This design comes from an exercise in tuning for small area, a short achievable clock period and few clock cycles per item on the open sky130 flow, not from production work.

## P
==> flow/design.v <==
module px_beat (
    input  wire        clk,
    input  wire        rst_n,
    input  wire        cfg_we,
    input  wire [7:0]  cfg_addr,
    input  wire [31:0] cfg_wdata,
    input  wire        in_valid,
    output wire        in_ready,
    input  wire        in_bstart,    
    input  wire        in_first,     
    input  wire [31:0] in_px,        
    input  wire [31:0] in_py,        
    input  wire [2:0]  in_dsrc,
    input  wire [1:0]  in_topo,
    input  wire        in_topo_en,
    input  wire        in_inv_en,
    input  wire        in_lseed,
    input  wire [1:0]  in_chk,
    output reg         out_valid,
    output reg  [31:0] out_data,
    output reg  [15:0] out_check,
    output reg  [3:0]  out_dbi
);
    reg [31:0] bg    [0:3];
    reg [31:0] topox [0:3];
    reg [31:0] topoy [0:3];
    reg [31:0] invx  [0:7];
    reg [31:0] invy  [0:7];
    reg [31:0] lfsr_poly;
    reg [4:0]  lfsr_wm1;
    reg [31:0] lfsr_seed;
    reg [1:0]  chk_type;
    reg [4:0]  chk_feed_m1;
    reg [15:0] chk_init;
    reg [1:0]  dbi_mode;
    reg [3:0]  dbi_groups;
    reg        rst;
    reg        c_we;
    reg [7:0]  c_addr;
    reg [31:0] c_wdata;
    always @(posedge clk) begin
        rst     <= ~rst_n;
        c_we    <= cfg_we;
        c_addr  <= cfg_addr;
        c_wdata <= cfg_wdata;
    end
    wire [31:0] wd0   = c_wdata & {32{~rst}};       
    wire [31:0] wd1   = c_wdata | {32{rst}};        
    integer k;
    always @(posedge clk) begin
        for (k = 0; k < 4; k = k + 1) begin
            if (rst | (c_we & (c_addr == 8'h60 + k))) bg[k]    <= wd0;
            if (rst | (c_we & (c_addr == 8'h64 + k))) topox[k] <= wd0;
            if (rst | (c_we & (c_addr == 8'h68 + k))) topoy[k] <= wd0;
        end
        for (k = 0; k < 8; k = k + 1) begin
            if (rst | (c_we & (c_addr == 8'h70 + k))) invx[k] <= wd0;
            if (rst | (c_we & (c_addr == 8'h78 + k))) invy[k] <= wd0;
        end
        if (rst | (c_we & (c_addr == 8'h80))) lfsr_poly <= wd0;
        if (rst | (c_we & (c_addr == 8'h81))) lfsr_wm1  <= wd1[4:0];
        if (rst | (c_we & (c_addr == 8'h82))) lfsr_seed <= {wd0[31:1], wd1[0]};
        if (rst | (c_we & (c_addr == 8'h84))) begin
            chk_type    <= wd0[1:0];
            chk_feed_m1 <= wd1[12:8];
            chk_init    <= wd0[31:16];
        end
        if (rst | (c_we & (c_addr == 8'h85))) begin
            dbi_mode   <= wd0[1:0];
            dbi_groups <= wd0[7:4];
        end
    end
    assign in_ready = 1'b1;
    reg        a_v;
    reg        a_bstart;
    reg        a_first;
    reg [31:0] a_px;
    reg [31:0] a_py;
    reg [2:0]  a_dsrc;
    reg [1:0]  a_topo;
    reg        a_topo_en;
    reg        a_inv_en;
    reg        a_lseed;
    reg [1:0]  a_chk;
    always @(posedge clk) begin
        a_v       <= in_valid & rst_n;
        a_bstart  <= in_bstart;
        a_first   <= in_first;
        a_px      <= in_px;
        a_py      <= in_py;
        a_dsrc    <= in_dsrc;
        a_topo    <= in_topo;
        a_topo_en <= in_topo_en;
        a_inv_en  <= in_inv_en;
        a_lseed   <= in_lseed;
        a_chk     <= in_chk;
    end
    reg [31:0] lfsr_q;    
    reg [15:0] crc_q;     
    wire [4:0]  lsh   = ~lfsr_wm1;                        
    wire [31:0] lmask = 32'hFFFF_FFFF >> lsh;
    wire [31:0] pla   = lfsr_poly << lsh;                 
    wire        seedld = a_first & a_lseed;
    wire [31:0] lsrc  = seedld ? lfsr_seed : lfsr_q;
    wire [31:0] sla   = lsrc << lsh;                      
    localparam LA = 2;
    reg [31:0] lq;
    reg [31:0] lv;
    reg [31:0] lqn;
    reg [31:0] lvn;
    reg        c;
    reg [31:0] f;
    reg [31:0] lfsr_adv;
    reg        acc;
    integer    s;
    integer    t;
    integer    d;
    always @* begin
        lq[0] = 1'b1;
        for (d = 1; d < 32; d = d + 1)
            lq[d] = pla[32-d];
        for (s = 0; s < 32; s = s + 1)
            lv[s] = sla[31-s];
        for (t = 1; t <= LA; t = t + 1) begin
            c  = lq[t];
            lqn = lq;
            lvn = lv;
            for (d = t; d < 32; d = d + 1) begin
                lqn[d] = lq[d] ^ (c & lq[d-t]);
                lvn[d] = lv[d] ^ (c & lv[d-t]);
            end
            lq = lqn;
            lv = lvn;
        end
        for (s = 0; s < 32; s = s + 1) begin
            acc = lv[s];
            for (d = s; d > LA; d = d - 1)
                acc = acc ^ (f[s-d] & lq[d]);
            f[s] = acc;
        end
        for (s = 0; s < 32; s = s + 1) begin
            acc = 1'b0;
            for (t = 0; t <= s; t = t + 1)
                acc = acc ^ (f[31-t] & lfsr_poly[s-t]);
            lfsr_adv[s] = acc & lmask[s];
        end
    end
    wire [31:0] lfsr_start = seedld ? (lfsr_seed & lmask) : lfsr_q;
    wire        dsrc4      = (a_dsrc == 3'd4);
    wire [31:0] lfsr_next  = dsrc4 ? lfsr_adv : lfsr_start;
    reg [31:0] src_word;
    reg [31:0] word;
    reg        topo_flip;
    integer    i;
    always @* begin
        case (a_dsrc)
            3'd0, 3'd1, 3'd2, 3'd3: src_word = bg[a_dsrc[1:0]];
            3'd4:                   src_word = lfsr_adv;
            3'd5:                   src_word = a_px;
            3'd6:                   src_word = a_py;
            default:                src_word = 32'd0;
        endcase
        topo_flip = a_topo_en &
                    ((^(a_px & topox[a_topo])) ^ (^(a_py & topoy[a_topo])));
        word = src_word ^ {32{topo_flip}};
        for (i = 0; i < 8; i = i + 1) begin
            word = word ^ (invx[i] & {32{a_inv_en & a_px[i]}});
            word = word ^ (invy[i] & {32{a_inv_en & a_py[i]}});
        end
    end
    reg        b_v;
    reg        b_bstart;
    reg        b_first;
    reg [1:0]  b_chk;
    reg [31:0] b_word;
    always @(posedge clk) begin
        b_v      <= a_v & rst_n;
        b_bstart <= a_bstart;
        b_first  <= a_first;
        b_chk    <= a_chk;
        b_word   <= word;
    end
    wire        type1  = (chk_type == 2'd1);
    wire [15:0] crc_init_val = type1 ? {8'd0, chk_init[7:0]} : chk_init;
    wire [15:0] crc_start = (b_first & b_chk[1]) ? crc_init_val : crc_q;
    wire        feed   = (b_chk[0] ^ b_chk[1]) & (chk_type[0] ^ chk_type[1]);
    wire [31:0] fmask  = 32'hFFFF_FFFF >> (~chk_feed_m1);
    wire [31:0] dm     = b_word & fmask;
    wire [15:0] cs     = type1 ? {8'd0, crc_start[7:0]} : crc_start;
    wire [47:0] z      = {31'd0, cs, 1'b0} << chk_feed_m1;
    wire [31:0] e16    = dm ^ z[47:16];
    wire [31:0] e8     = dm ^ z[39:8];
    reg [15:0] c16;
    reg [7:0]  c8;
    reg        fb;
    integer    b;
    always @* begin
        c16 = 16'd0;
        c8  = 8'd0;
        for (b = 31; b >= 0; b = b - 1) begin
            fb  = c16[15] ^ e16[b];
            c16 = {c16[14:0], 1'b0} ^ (16'h1021 & {16{fb}});
            fb  = c8[7] ^ e8[b];
            c8  = {c8[6:0], 1'b0} ^ (8'h07 & {8{fb}});
        end
    end
    wire [15:0] crc_fed  = type1 ? {8'd0, c8 ^ z[7:0]} : (c16 ^ z[15:0]);
    wire [15:0] crc_next = feed ? crc_fed : crc_start;
    reg [6:0]  secded;
    reg [5:0]  pos;
    reg [15:0] check;
    integer    h;
    always @* begin
        secded = 7'd0;
        pos = 6'd2;
        for (b = 0; b < 32; b = b + 1) begin
            pos = pos + 6'd1;
            if (pos == 6'd4 || pos == 6'd8 || pos == 6'd16 || pos == 6'd32)
                pos = pos + 6'd1;
            for (h = 0; h < 6; h = h + 1)
                if (pos[h]) secded[h] = secded[h] ^ b_word[b];
        end
        secded[6] = (^b_word) ^ (^secded[5:0]);
        case (chk_type)
            2'd1:    check = {8'd0, crc_start[7:0]};
            2'd2:    check = crc_start;
            2'd3:    check = {9'd0, secded};
            default: check = 16'd0;
        endcase
    end
    wire       dbi_dc = (dbi_mode == 2'd1);
    wire       dbi_on = dbi_mode[0] ^ dbi_mode[1];
    wire [31:0] ref_word = dbi_dc ? 32'hFFFF_FFFF : (b_bstart ? 32'd0 : out_data);
    wire [31:0] diff = b_word ^ ref_word;
    reg [31:0] sent;
    reg [3:0]  dbi;
    reg [3:0]  cnt;
    integer    j;
    integer    q;
    always @* begin
        sent = b_word;
        for (j = 0; j < 4; j = j + 1) begin
            cnt = 4'd0;
            for (q = 0; q < 8; q = q + 1)
                cnt = cnt + {3'd0, diff[8*j+q]};
            dbi[j] = dbi_groups[j] & dbi_on & (cnt > 4'd4);
            sent[8*j +: 8] = b_word[8*j +: 8] ^ {8{dbi[j]}};
        end
    end
    always @(posedge clk) begin
        out_valid <= b_v & rst_n;
        if (rst) begin
            lfsr_q    <= 32'd0;
            crc_q     <= 16'd0;
            out_data  <= 32'd0;
        end else begin
            if (a_v)
                lfsr_q   <= lfsr_next;
            if (b_v) begin
                crc_q    <= crc_next;
                out_data <= sent;
            end
        end
    end
    always @(posedge clk) begin
        out_check <= check;
        out_dbi   <= dbi;
    end
endmodule
export LEC_CHECK = 0
export ABC_AREA = 1
export CAP_MARGIN = 20
export CORE_MARGIN = 2
export CORE_UTILIZATION = 50
export SLEW_MARGIN = 20
create_clock -name core_clock -period 150.0 [get_ports {clk}]
standard.sh (not shown) runs the stock make flow with config.mk's settings and CLKGATE_MAP_FILE= SYNTH_SCRIPT=/design/flow/synth_recipe.tcl, a recipe that flattens the netlist after the stock synthesis.
==> flow/flow/run.sh <==
#!/bin/bash
# Own layout flow: the standard layout (standard.sh), with these changes:
# - synthesis runs synth.tcl: the standard flow's synthesis script, with ABC mapping for
#   area (abc_area_min.script);
# - the port buffers are buf_2 cells;
# - clock tree synthesis uses clkbuf_8 cells and no dummy loads.
# Every tool's output goes to its ORFS log under orfs/logs; make's own output
# goes to make_flow.log in the work folder.
set -euo pipefail
W=$(pwd)
export PXB_ABC_SCRIPT="$W/flow/abc_area_min.script"
sed -E "s#SYNTH_SCRIPT=[^ ]*synth_recipe\.tcl'?#SYNTH_SCRIPT=$W/flow/synth.tcl BUFFER_PORTS_ARGS='-buffer_cell sky130_fd_sc_hd__buf_2' CTS_ARGS='-sink_clustering_enable -repair_clock_nets -dont_use_dummy_load -buf_list sky130_fd_sc_hd__clkbuf_8'#" standard.sh > own_standard.sh
grep -q "SYNTH_SCRIPT=$W/flow/synth.tcl" own_standard.sh
bash own_standard.sh finish > make_flow.log 2>&1
==> flow/flow/abc_area_min.script <==
strash
dch
map -a
topo
stime -c
==> flow/flow/synth.tcl <==
# The standard flow's synthesis script (synth_recipe.tcl), with one change: Yosys's abc
# pass runs the script named by PXB_ABC_SCRIPT instead of ORFS's area script.
proc synth {args} { yosys synth -nofsm -noshare {*}$args }
proc abc {args} {
  set i [lsearch -exact $args -script]
  if { $i >= 0 } {
    set args [lreplace $args [expr { $i + 1 }] [expr { $i + 1 }] $::env(PXB_ABC_SCRIPT)]
  }
  yosys abc {*}$args
}
source $::env(SCRIPTS_DIR)/synth.tcl
# left out here: clear keep_hierarchy, flatten, clean up, hide names made inside functions, write 1_2_yosys.v
P finished every stage and its layout cleared the timing, design-rule and antenna checks.
[inputs] Q vs P
--- a/flow/flow/run.sh
+++ b/flow/flow/run.sh
@@ -6 +6,2 @@
-# - clock tree synthesis uses clkbuf_8 cells and no dummy loads.
+# - clock tree synthesis uses clkbuf_16 cells driving up to 25 registers
+#   each, and no dummy loads.
@@ -12 +13 @@
-sed -E "s#SYNTH_SCRIPT=[^ ]*synth_recipe\.tcl'?#SYNTH_SCRIPT=$W/flow/synth.tcl BUFFER_PORTS_ARGS='-buffer_cell sky130_fd_sc_hd__buf_2' CTS_ARGS='-sink_clustering_enable -repair_clock_nets -dont_use_dummy_load -buf_list sky130_fd_sc_hd__clkbuf_8'#" standard.sh > own_standard.sh
+sed -E "s#SYNTH_SCRIPT=[^ ]*synth_recipe\.tcl'?#SYNTH_SCRIPT=$W/flow/synth.tcl BUFFER_PORTS_ARGS='-buffer_cell sky130_fd_sc_hd__buf_2' CTS_ARGS='-sink_clustering_enable -repair_clock_nets -dont_use_dummy_load -buf_list sky130_fd_sc_hd__clkbuf_16 -sink_clustering_size 25 -sink_clustering_max_diameter 100'#" standard.sh > own_standard.sh
Non-clock buffer total of the final layout essentially unchanged between Q and P. Comparing Q and P, met3 track utilization from global routing is lower on Q. Going from P to Q, cell area after layout shrank slightly. Delta (Q minus P): detailed-route wire length decreased 2100 um; area added between synthesis and finish dropped 1.8 points. On fraction of area in clock buffers and inverters, the lower figure sits with Q, not P. Taking P as the reference, in Q number of diodes added for antenna fixing lost 2; ratio of cells with drive above 1 in the final layout down 1.7 points.
No run of this note included a check of the RTL's function; only the layout flow was run.

==> static timing again, ports no longer ideal <==
The flow's constraints put no driver on any port. The routed layouts listed below were extracted and timed again, unchanged, in two steps. Step 1 assumes that a clkbuf_16 drives the clock port and a buf_2 every other input. Step 2 moves the port delays by t, midway between the first and last clock arrival at a register: inputs arrive t later, outputs are due t later. That takes back most of the time a late clock gives input paths. Slacks: no drivers / after step 1 / after step 2; pairs: no drivers / after step 1.
run | shift t [ns] | setup WS [ns] | worst setup path after step 2
P | 0.930 | 118.639 / 118.561 / 119.491 | register to output
Q | 0.755 | 118.770 / 118.686 / 119.441 | register to output
After both steps every run listed still meets setup and hold.
